Source: an optimization exercise on an open RTL-to-GDS flow (aim: small area, a short achievable clock period and few clock cycles per item). Production flows keep margins and buffers that such runs may drop.
Only simulation tests tie the RTL to the original design; equivalence was not proved.
Power is estimated from default activity; no workload was simulated.

Setup of before:
Design qe_imu, start of the top module:
module qe_imu (
    input  wire        clk,
    input  wire        rst,
    input  wire        in_valid,
    output wire        in_ready,
    input  wire [5:0]  in_fn,
    input  wire [31:0] in_a,
    input  wire [31:0] in_b,
    output reg         out_valid,
    output reg  [31:0] out_res,
    output reg         out_pred,
    output reg         out_illegal
);
    localparam [5:0] F_ADD   = 6'h00, F_SUB   = 6'h01, F_AND  = 6'h02,
                     F_OR    = 6'h03, F_XOR   = 6'h04, F_SHL  = 6'h05,
                     F_SHR   = 6'h06, F_SRA   = 6'h07, F_MUL  = 6'h08,
                     F_MULH  = 6'h09, F_MULHU = 6'h0A, F_DIV  = 6'h0B,
                     F_DIVU  = 6'h0C, F_REM   = 6'h0D, F_REMU = 6'h0E,
                     F_MIN   = 6'h0F, F_MAX   = 6'h10, F_MINU = 6'h11,
                     F_MAXU  = 6'h12, F_EQ    = 6'h18, F_NE   = 6'h19,
                     F_LT    = 6'h1A, F_GE    = 6'h1B, F_LTU  = 6'h1C,
                     F_GEU   = 6'h1D;
    reg        rdy;
    reg        v0;
    reg [31:0] a0, b0;
  ...
Size: ~6500 cells after synthesis, about 500 flip-flops, roughly 110 I/O pins, about 0.056 mm² of cells after synthesis.
clock: 13.0 ns
lec_check: 0
cap_margin: 20
core_margin: 2
core_utilization: 60
slew_margin: 20
standard.sh (not shown) runs the stock make flow with config.mk's settings and CLKGATE_MAP_FILE= SYNTH_SCRIPT=/design/flow/synth_recipe.tcl, a recipe that flattens the netlist after the stock synthesis.
==> flow/flow/run.sh <==
#!/bin/bash
set -euo pipefail
bash standard.sh finish SETUP_SLACK_MARGIN=9 > standard_flow.log 2>&1
Testbench counts of before, summed over its fixed seeds: cycles 14,538, items 12,000.
For after, these inputs were changed with respect to before:
diff --git a/flow/design.v b/flow/design.v
--- a/flow/design.v
+++ b/flow/design.v
@@ -1730,14 +1730,13 @@
         res1   <= res_a;
         pred1  <= pred_a;
         bad1   <= c_bad;
         mul1   <= c_mul;
         mulhi1 <= c_mulhi;
     end
-    wire [63:0] prod;
-    qe_add #(64) u_prod (.a(mx), .b(my), .ci(1'b0), .s(prod));
+    wire [63:0] prod = mx + my;
     wire [31:0] res_b = mul1 ? (mulhi1 ? prod[63:32] : prod[31:0]) : res1;
     wire        a_neg = c_dsgn & a0[31];
     wire        b_neg = c_dsgn & b0[31];
     wire [31:0] a_mag = a_neg ? -a0 : a0;
     wire [31:0] b_mag = b_neg ? -b0 : b0;
     wire [6:0]  sd    = {1'b0, lzb} + {6'd0, a_neg} - {1'b0, lza};
@@ -1839,33 +1838,6 @@
         assign c16[4*g+3:4*g] = z8[2*g+1] ? {1'b1, c8[6*g+2:6*g]}
                                           : {1'b0, c8[6*g+5:6*g+3]};
     end endgenerate
     assign n = (z16[1] & z16[0]) ? 6'd32 :
                z16[1] ? {2'b01, c16[3:0]} : {2'b00, c16[7:4]};
 endmodule
-module qe_add #(parameter N = 32) (
-    input  wire [N-1:0] a,
-    input  wire [N-1:0] b,
-    input  wire         ci,
-    output wire [N-1:0] s
-);
-    localparam L = (N >= 64) ? 7 : (N >= 32) ? 6 : (N >= 16) ? 5 :
-                   (N >= 8) ? 4 : (N >= 4) ? 3 : (N >= 2) ? 2 : 1;
-    wire [N:0] g [0:L];
-    wire [N:0] p [0:L];
-    assign g[0] = {a & b, ci};
-    assign p[0] = {a ^ b, 1'b0};
-    genvar l, i;
-    generate for (l = 0; l < L; l = l + 1) begin : lv
-        for (i = 0; i <= N; i = i + 1) begin : bt
-            if (((i >> l) & 1) != 0) begin : m
-                localparam integer J = ((i >> l) << l) - 1;
-                assign g[l+1][i] = g[l][i] | (p[l][i] & g[l][J]);
-                assign p[l+1][i] = p[l][i] & p[l][J];
-            end else begin : k
-                assign g[l+1][i] = g[l][i];
-                assign p[l+1][i] = p[l][i];
-            end
-        end
-    end endgenerate
-    assign s = p[0][N:1] ^ g[L][N-1:0];
-endmodule
Notes after the runs:
- Comparing after against before, there is no change at all in total congestion overflow after global routing.
- after vs before, instance count: after higher
- after vs. before: switching share of total power grew by 0.48 points; net switching power shows an increase of about 1.2%.
- [diff] clock skew, after relative to before: regression
- Going from before to after, maximum single-stage delay on the critical path saw a decrease, total leakage power -0.36 nW.
Testbench counts of after, summed over its fixed seeds: cycles 14,538, items 12,000.

separate check: timing with driven ports:
The results above use ideal ports. As a check the final layouts listed here were re-extracted and re-timed, cells and wires unchanged. Step 1: set_driving_cell puts a clkbuf_16 on clk and a buf_2 on each other input, an assumption about the parent block. Step 2 adds t to the input delays and takes it off the output delays; t is the mean of the earliest and latest rising clock arrival at the registers after step 1. Input paths then give back, and output paths get back, about the clock's delay inside the block. a / b / c = no drivers / after step 1 / after step 2; a / b = the first two.
run	shift t [ns]	slack for setup (ns)	worst setup path at the end
before	0.784	8.734 / 8.734 / 8.371	input to register
after	0.762	8.947 / 8.947 / 8.400	input to register
After both steps every run listed still meets setup and hold. The setup slack of after, which loses most, moves by 0.000 ns with the drivers and by -0.547 ns with both steps.
